Context: an optimization exercise on an open-source flow, tuned for small area, a short achievable clock period and few clock cycles per item. The choices shown serve that exercise and are no tape-out recipe.
Function was checked by simulation only, so behaviour that the tests miss may differ from the original.

==> flow/design.v (excerpt) <==
module symcode_decoder (
    input  wire        clk,
    input  wire        rst,
    input  wire        in_valid,
    output wire        in_ready,
    input  wire [71:0] in_beat,
    output wire        out_valid,
    input  wire        out_ready,
    output wire [63:0] out_data,
    output wire [3:0]  out_status
);
    localparam integer L = 11;
    function [7:0] gf_mul;
        input [7:0] a;
        input [7:0] b;
        reg   [7:0] acc;
        reg   [7:0] x;
        integer     i;
        begin
            acc = 8'h00;
            x   = a;
            for (i = 0; i < 8; i = i + 1) begin
                if (b[i])
                    acc = acc ^ x;
                x = x[7] ? ({x[6:0], 1'b0} ^ 8'h1D) : {x[6:0], 1'b0};
            end
            gf_mul = acc;
        end
    endfunction
    function [7:0] alpha_pow;
        input integer n;
        reg   [7:0] x;
        integer     i;
        begin
            x = 8'h01;
            for (i = 0; i < n; i = i + 1)
                x = x[7] ? ({x[6:0], 1'b0} ^ 8'h1D) : {x[6:0], 1'b0};
            alpha_pow = x;
        end
    endfunction
    reg  [63:0] ring [0:L-1];
    reg  [L-1:0] v;                  
    reg         in_rdy_q;
    reg  [3:0]  w;                   
    reg  [3:0]  bc;                  
    reg         nb;                  
    reg  [2:0]  in_idx, nb_idx;
    reg  [7:0]  cb_q;
    wire in_fire = in_valid && in_rdy_q;
    assign in_ready = in_rdy_q;
    always @(posedge clk) begin
        ring[0] <= in_rdy_q ? in_beat[63:0] : ring[L-1];
        cb_q    <= in_beat[71:64];
        nb_idx  <= in_idx;
    end
    genvar s;
    generate
        for (s = 1; s < L; s = s + 1) begin : g_ring
            always @(posedge clk) ring[s] <= ring[s-1];
        end
    endgenerate
    reg  [31:0] acc_a, acc_b;
    wire [1:0]  nb_g = nb_idx[2:1];
    wire [31:0] acc_sel = acc_a;
    wire [31:0] acc_nxt;
    wire [63:0] ring0 = ring[0];
    wire [31:0] lin_d;
    wire lx64 = ring0[14] ^ ring0[46];
    wire lx65 = ring0[10] ^ ring0[55];
    wire lx66 = ring0[13] ^ ring0[23];
    wire lx67 = ring0[19] ^ ring0[28];
    wire lx68 = ring0[38] ^ ring0[47];
    wire lx69 = ring0[1] ^ ring0[12];
    wire lx70 = ring0[3] ^ ring0[30];
  ...
==> flow/config.mk <==
export PLATFORM = sky130hd
export DESIGN_NAME = symcode_decoder
export DESIGN_NICKNAME = symcode_decoder
export VERILOG_FILES = /design/flow/design.v
export SDC_FILE = /design/flow/constraint.sdc
export NUM_CORES = 4
export LEC_CHECK = 0
export ABC_AREA = 1
export CAP_MARGIN = 20
export CORE_MARGIN = 2
export CORE_UTILIZATION = 72
export SETUP_SLACK_MARGIN = 5
export SLEW_MARGIN = 20
==> flow/constraint.sdc <==
create_clock -name core_clock -period 10.0 [get_ports {clk}]
set_input_delay 2.0000 -clock core_clock [delete_from_list [all_inputs] [get_ports {clk}]]
set_output_delay 2.0000 -clock core_clock [all_outputs]
set_load 0.01 [all_outputs]
standard.sh (not shown) runs the stock make flow with config.mk's settings and CLKGATE_MAP_FILE= SYNTH_SCRIPT=/design/flow/synth_recipe.tcl, a recipe that flattens the netlist after the stock synthesis.
==> flow/flow/run.sh <==
#!/bin/bash
set -uo pipefail
MARGIN=${MARGIN:-6.7}
sed "s/SETUP_SLACK_MARGIN=[0-9.]*/SETUP_SLACK_MARGIN=$MARGIN/" standard.sh > standard_margin.sh
grep -q "SETUP_SLACK_MARGIN=$MARGIN" standard_margin.sh || sed -i "s/make -C/make SETUP_SLACK_MARGIN=$MARGIN -C/" standard_margin.sh
bash standard_margin.sh > standard.log 2>&1
The first run did not get past 5_1_grt, error GRT-0232.
Testbench counts at the start, summed over its fixed seeds: cycles 12,888, bursts 1,600.
Next try:
--- a/flow/flow/run.sh
+++ b/flow/flow/run.sh
@@ -3 +3 @@
-MARGIN=${MARGIN:-6.7}
+MARGIN=${MARGIN:-6.9}
--- a/flow/config.mk
+++ b/flow/config.mk
@@ -11 +11 @@
-export CORE_UTILIZATION = 72
+export CORE_UTILIZATION = 55
After rerunning:
- This time the run completed with no timing, DRC or antenna violations
- synthesized area is unchanged
- synthesized cell count is unchanged
Next try:
--- a/flow/flow/run.sh
+++ b/flow/flow/run.sh
@@ -3 +3 @@
-MARGIN=${MARGIN:-6.9}
+MARGIN=${MARGIN:-6.7}
--- a/flow/config.mk
+++ b/flow/config.mk
@@ -13,0 +14 @@
+export TNS_END_PERCENT = 0
After rerunning: Routed wire length rises by about 0.45%; sequential cell count stays the same; global-route usage rises by 0.39 points.
Next try:
--- a/flow/config.mk
+++ b/flow/config.mk
@@ -11 +11,2 @@
-export CORE_UTILIZATION = 55
+export CORE_UTILIZATION = 40
+export CTS_BUF_LIST = sky130_fd_sc_hd__clkbuf_8
@@ -14 +14,0 @@
-export TNS_END_PERCENT = 0
Outcome:
- first-iteration DRC count came out lower by 18%
- maximum frequency came out higher by 0.47%
- routed wire length came out lower by 5.7%
- sequential share of layout area came out lower by 0.63 points
- cell area came out higher by about 1.3%
Next try:
--- a/flow/flow/run.sh
+++ b/flow/flow/run.sh
@@ -3 +3 @@
-MARGIN=${MARGIN:-6.7}
+MARGIN=${MARGIN:-7}
--- a/flow/config.mk
+++ b/flow/config.mk
@@ -8 +7,0 @@
-export ABC_AREA = 1
@@ -11,2 +10 @@
-export CORE_UTILIZATION = 40
-export CTS_BUF_LIST = sky130_fd_sc_hd__clkbuf_8
+export CORE_UTILIZATION = 60
After rerunning: Synthesized cell count goes down by 21%; flip-flop and latch count stays the same; utilization goes up by 26 points; maximum frequency goes down by 2.3%.
Next try:
--- a/flow/config.mk
+++ b/flow/config.mk
@@ -7,0 +8 @@
+export ABC_AREA = 1
@@ -10 +11 @@
-export CORE_UTILIZATION = 60
+export CORE_UTILIZATION = 40
Effect: Utilization went down by 26 points; via count rose by 11%; final cell count went up by 27%; wire length is about the same; area after synthesis climbs by 2.3%.

* * *

symcode_decoder, a different RTL version from the one above (not shown whole).
Size: roughly 940 flip-flops, ~150 I/O pins.
Design symcode_decoder, start of the top module:
module symcode_decoder (
    input  wire        clk,
    input  wire        rst,
    input  wire        in_valid,
    output wire        in_ready,
    input  wire [71:0] in_beat,
    output wire        out_valid,
    input  wire        out_ready,
    output wire [63:0] out_data,
    output wire [3:0]  out_status
);
    localparam integer L = 11;
    function [7:0] gf_mul;
        input [7:0] a;
        input [7:0] b;
        reg   [7:0] acc;
        reg   [7:0] x;
        integer     i;
        begin
            acc = 8'h00;
            x   = a;
            for (i = 0; i < 8; i = i + 1) begin
                if (b[i])
                    acc = acc ^ x;
                x = x[7] ? ({x[6:0], 1'b0} ^ 8'h1D) : {x[6:0], 1'b0};
            end
            gf_mul = acc;
        end
    endfunction
    function [7:0] alpha_pow;
        input integer n;
        reg   [7:0] x;
        integer     i;
        begin
            x = 8'h01;
            for (i = 0; i < n; i = i + 1)
                x = x[7] ? ({x[6:0], 1'b0} ^ 8'h1D) : {x[6:0], 1'b0};
            alpha_pow = x;
        end
    endfunction
    reg  [63:0] ring [0:L-1];
  ...
clock: 10.0 ns
lec_check: 0
abc_area: 1
cap_margin: 20
core_margin: 2
core_utilization: 40
setup_slack_margin: 5
slew_margin: 20
==> flow/flow/run.sh <==
#!/bin/bash
set -uo pipefail
MARGIN=${MARGIN:-7}
sed "s/SETUP_SLACK_MARGIN=[0-9.]*/SETUP_SLACK_MARGIN=$MARGIN/" standard.sh > standard_margin.sh
grep -q "SETUP_SLACK_MARGIN=$MARGIN" standard_margin.sh || sed -i "s/make -C/make SETUP_SLACK_MARGIN=$MARGIN -C/" standard_margin.sh
bash standard_margin.sh > standard.log 2>&1
The baseline completed with no timing, DRC or antenna violations.
Testbench counts at the start, summed over its fixed seeds: cycles 12,888, bursts 1,600.
Rerun with:
==> flow/flow/run.sh (replaced) <==
#!/bin/bash
set -uo pipefail
MARGIN=${MARGIN:-6.7}
sed "s/SETUP_SLACK_MARGIN=[0-9.]*/SETUP_SLACK_MARGIN=$MARGIN/" standard.sh > standard_margin.sh
grep -q "SETUP_SLACK_MARGIN=$MARGIN" standard_margin.sh || sed -i "s/make -C/make SETUP_SLACK_MARGIN=$MARGIN -C/" standard_margin.sh
bash standard_margin.sh > standard.log 2>&1
Settings changed: CORE_UTILIZATION 40 to 55.
After rerunning: The changed run finished clean. Via count came out higher by 1.7%. Synthesized area is unchanged. Final area came out lower by 4.0%. Setup slack is worse by 0.014 ns. Fmax came out lower by 0.43%. Die area came out lower by 27%.

* * *

symcode_decoder with an RTL version that a note above also has.
Size in the first run: ~960 flip-flops, roughly 0.036 sq mm of cells after synthesis.
Settings: LEC_CHECK=0, ABC_AREA=1, CAP_MARGIN=20, CORE_MARGIN=2, CORE_UTILIZATION=55, SETUP_SLACK_MARGIN=5, SLEW_MARGIN=20; clock period 10.0 ns.
==> flow/flow/run.sh <==
#!/bin/bash
set -uo pipefail
MARGIN=${MARGIN:-6.5}
sed "s/SETUP_SLACK_MARGIN=[0-9.]*/SETUP_SLACK_MARGIN=$MARGIN/" standard.sh > standard_margin.sh
grep -q "SETUP_SLACK_MARGIN=$MARGIN" standard_margin.sh || sed -i "s/make -C/make SETUP_SLACK_MARGIN=$MARGIN -C/" standard_margin.sh
bash standard_margin.sh > standard.log 2>&1
The first run finished clean.
Testbench counts at the start, summed over its fixed seeds: cycles 12,888, bursts 1,600.
Next try:
--- a/flow/flow/run.sh
+++ b/flow/flow/run.sh
@@ -3 +3 @@
-MARGIN=${MARGIN:-6.5}
+MARGIN=${MARGIN:-6.3}
- ABC_AREA: 1 -> unset
- CORE_UTILIZATION: 55 -> 40
After rerunning: Utilization drops by 16 points; sequential share of layout area decreases by 0.20 points; via count is lower by 17%; final cell count decreases by about 10%; fmax fell by about 6%; routed wire length went down by about 11%; non-clock buffer count increases by 30.
Next try:
--- a/flow/flow/run.sh
+++ b/flow/flow/run.sh
@@ -3 +3 @@
-MARGIN=${MARGIN:-6.3}
+MARGIN=${MARGIN:-6.7}
- ABC_AREA: unset -> 1
- CORE_UTILIZATION: 40 -> 60
Outcome: Worst setup slack improves by 0.28 ns; clock skew goes up by 0.0060 ns; final cell count goes up by 9.5%; final area goes down by 0.51%.
Next try:
- CORE_UTILIZATION: 60 -> 55
What happened: The changed run produced a clean layout; count of clock-buffer cells in the layout grows by 6; clock skew is about the same; synthesized cell count stays the same; maximum frequency grows by 2.1%; setup slack is better by 0.068 ns; cell area is about the same; global-route usage shrinks by 4.0 points.

[port drivers added, routing unchanged]
No port has a modelled driver above. Below, the same layouts with a new extraction and two added sets of constraints. Step 1 (the two cells are an assumption about what drives the block):
set clk [get_ports {clk}]
set_driving_cell -lib_cell sky130_fd_sc_hd__clkbuf_16 $clk
set_driving_cell -lib_cell sky130_fd_sc_hd__buf_2 [delete_from_list [all_inputs] $clk]
Step 2 times the ports against the registers' clock, not the clock port: input delays grow and output delays shrink by t, the midpoint of the rising clock arrivals with the driver on. Slacks: ideal / step 1 / step 2; pairs: ideal / step 1.
run | shift t [ns] | slack for setup (ns) | clock arrival spread, ns | worst register clock-pin slew, ns
the second run of note 1 | 0.695 | 6.752 / 6.683 / 6.457 | 0.044 / 0.045 | 0.07 / 0.07
the third run of note 1 | 0.696 | 6.594 / 6.525 / 5.996 | 0.037 / 0.036 | 0.07 / 0.07
the fourth run of note 1 | 0.827 | 6.610 / 6.541 / 6.044 | 0.046 / 0.046 | 0.08 / 0.08
the fifth run of note 1 | 0.694 | 6.529 / 6.529 / 6.453 | 0.051 / 0.051 | 0.07 / 0.07
the sixth run of note 1 | 0.710 | 6.721 / 6.653 / 6.439 | 0.024 / 0.024 | 0.07 / 0.07
the first run of note 2 | 0.714 | 6.744 / 6.679 / 6.463 | 0.041 / 0.042 | 0.07 / 0.07
the second run of note 2 | 0.699 | 6.730 / 6.660 / 6.124 | 0.046 / 0.046 | 0.07 / 0.07
the first run of note 3 | 0.695 | 6.597 / 6.528 / 5.979 | 0.036 / 0.036 | 0.07 / 0.07
the second run of note 3 | 0.693 | 6.392 / 6.326 / 5.800 | 0.035 / 0.034 | 0.07 / 0.07
the third run of note 3 | 0.693 | 6.668 / 6.598 / 6.126 | 0.041 / 0.041 | 0.07 / 0.07
the fourth run of note 3 | 0.704 | 6.736 / 6.665 / 6.220 | 0.039 / 0.039 | 0.07 / 0.07
After both steps setup and hold are still met in every run listed. For the first run of note 3, which loses most, drivers alone change the setup slack by -0.069 ns; drivers and shift together by -0.618 ns.
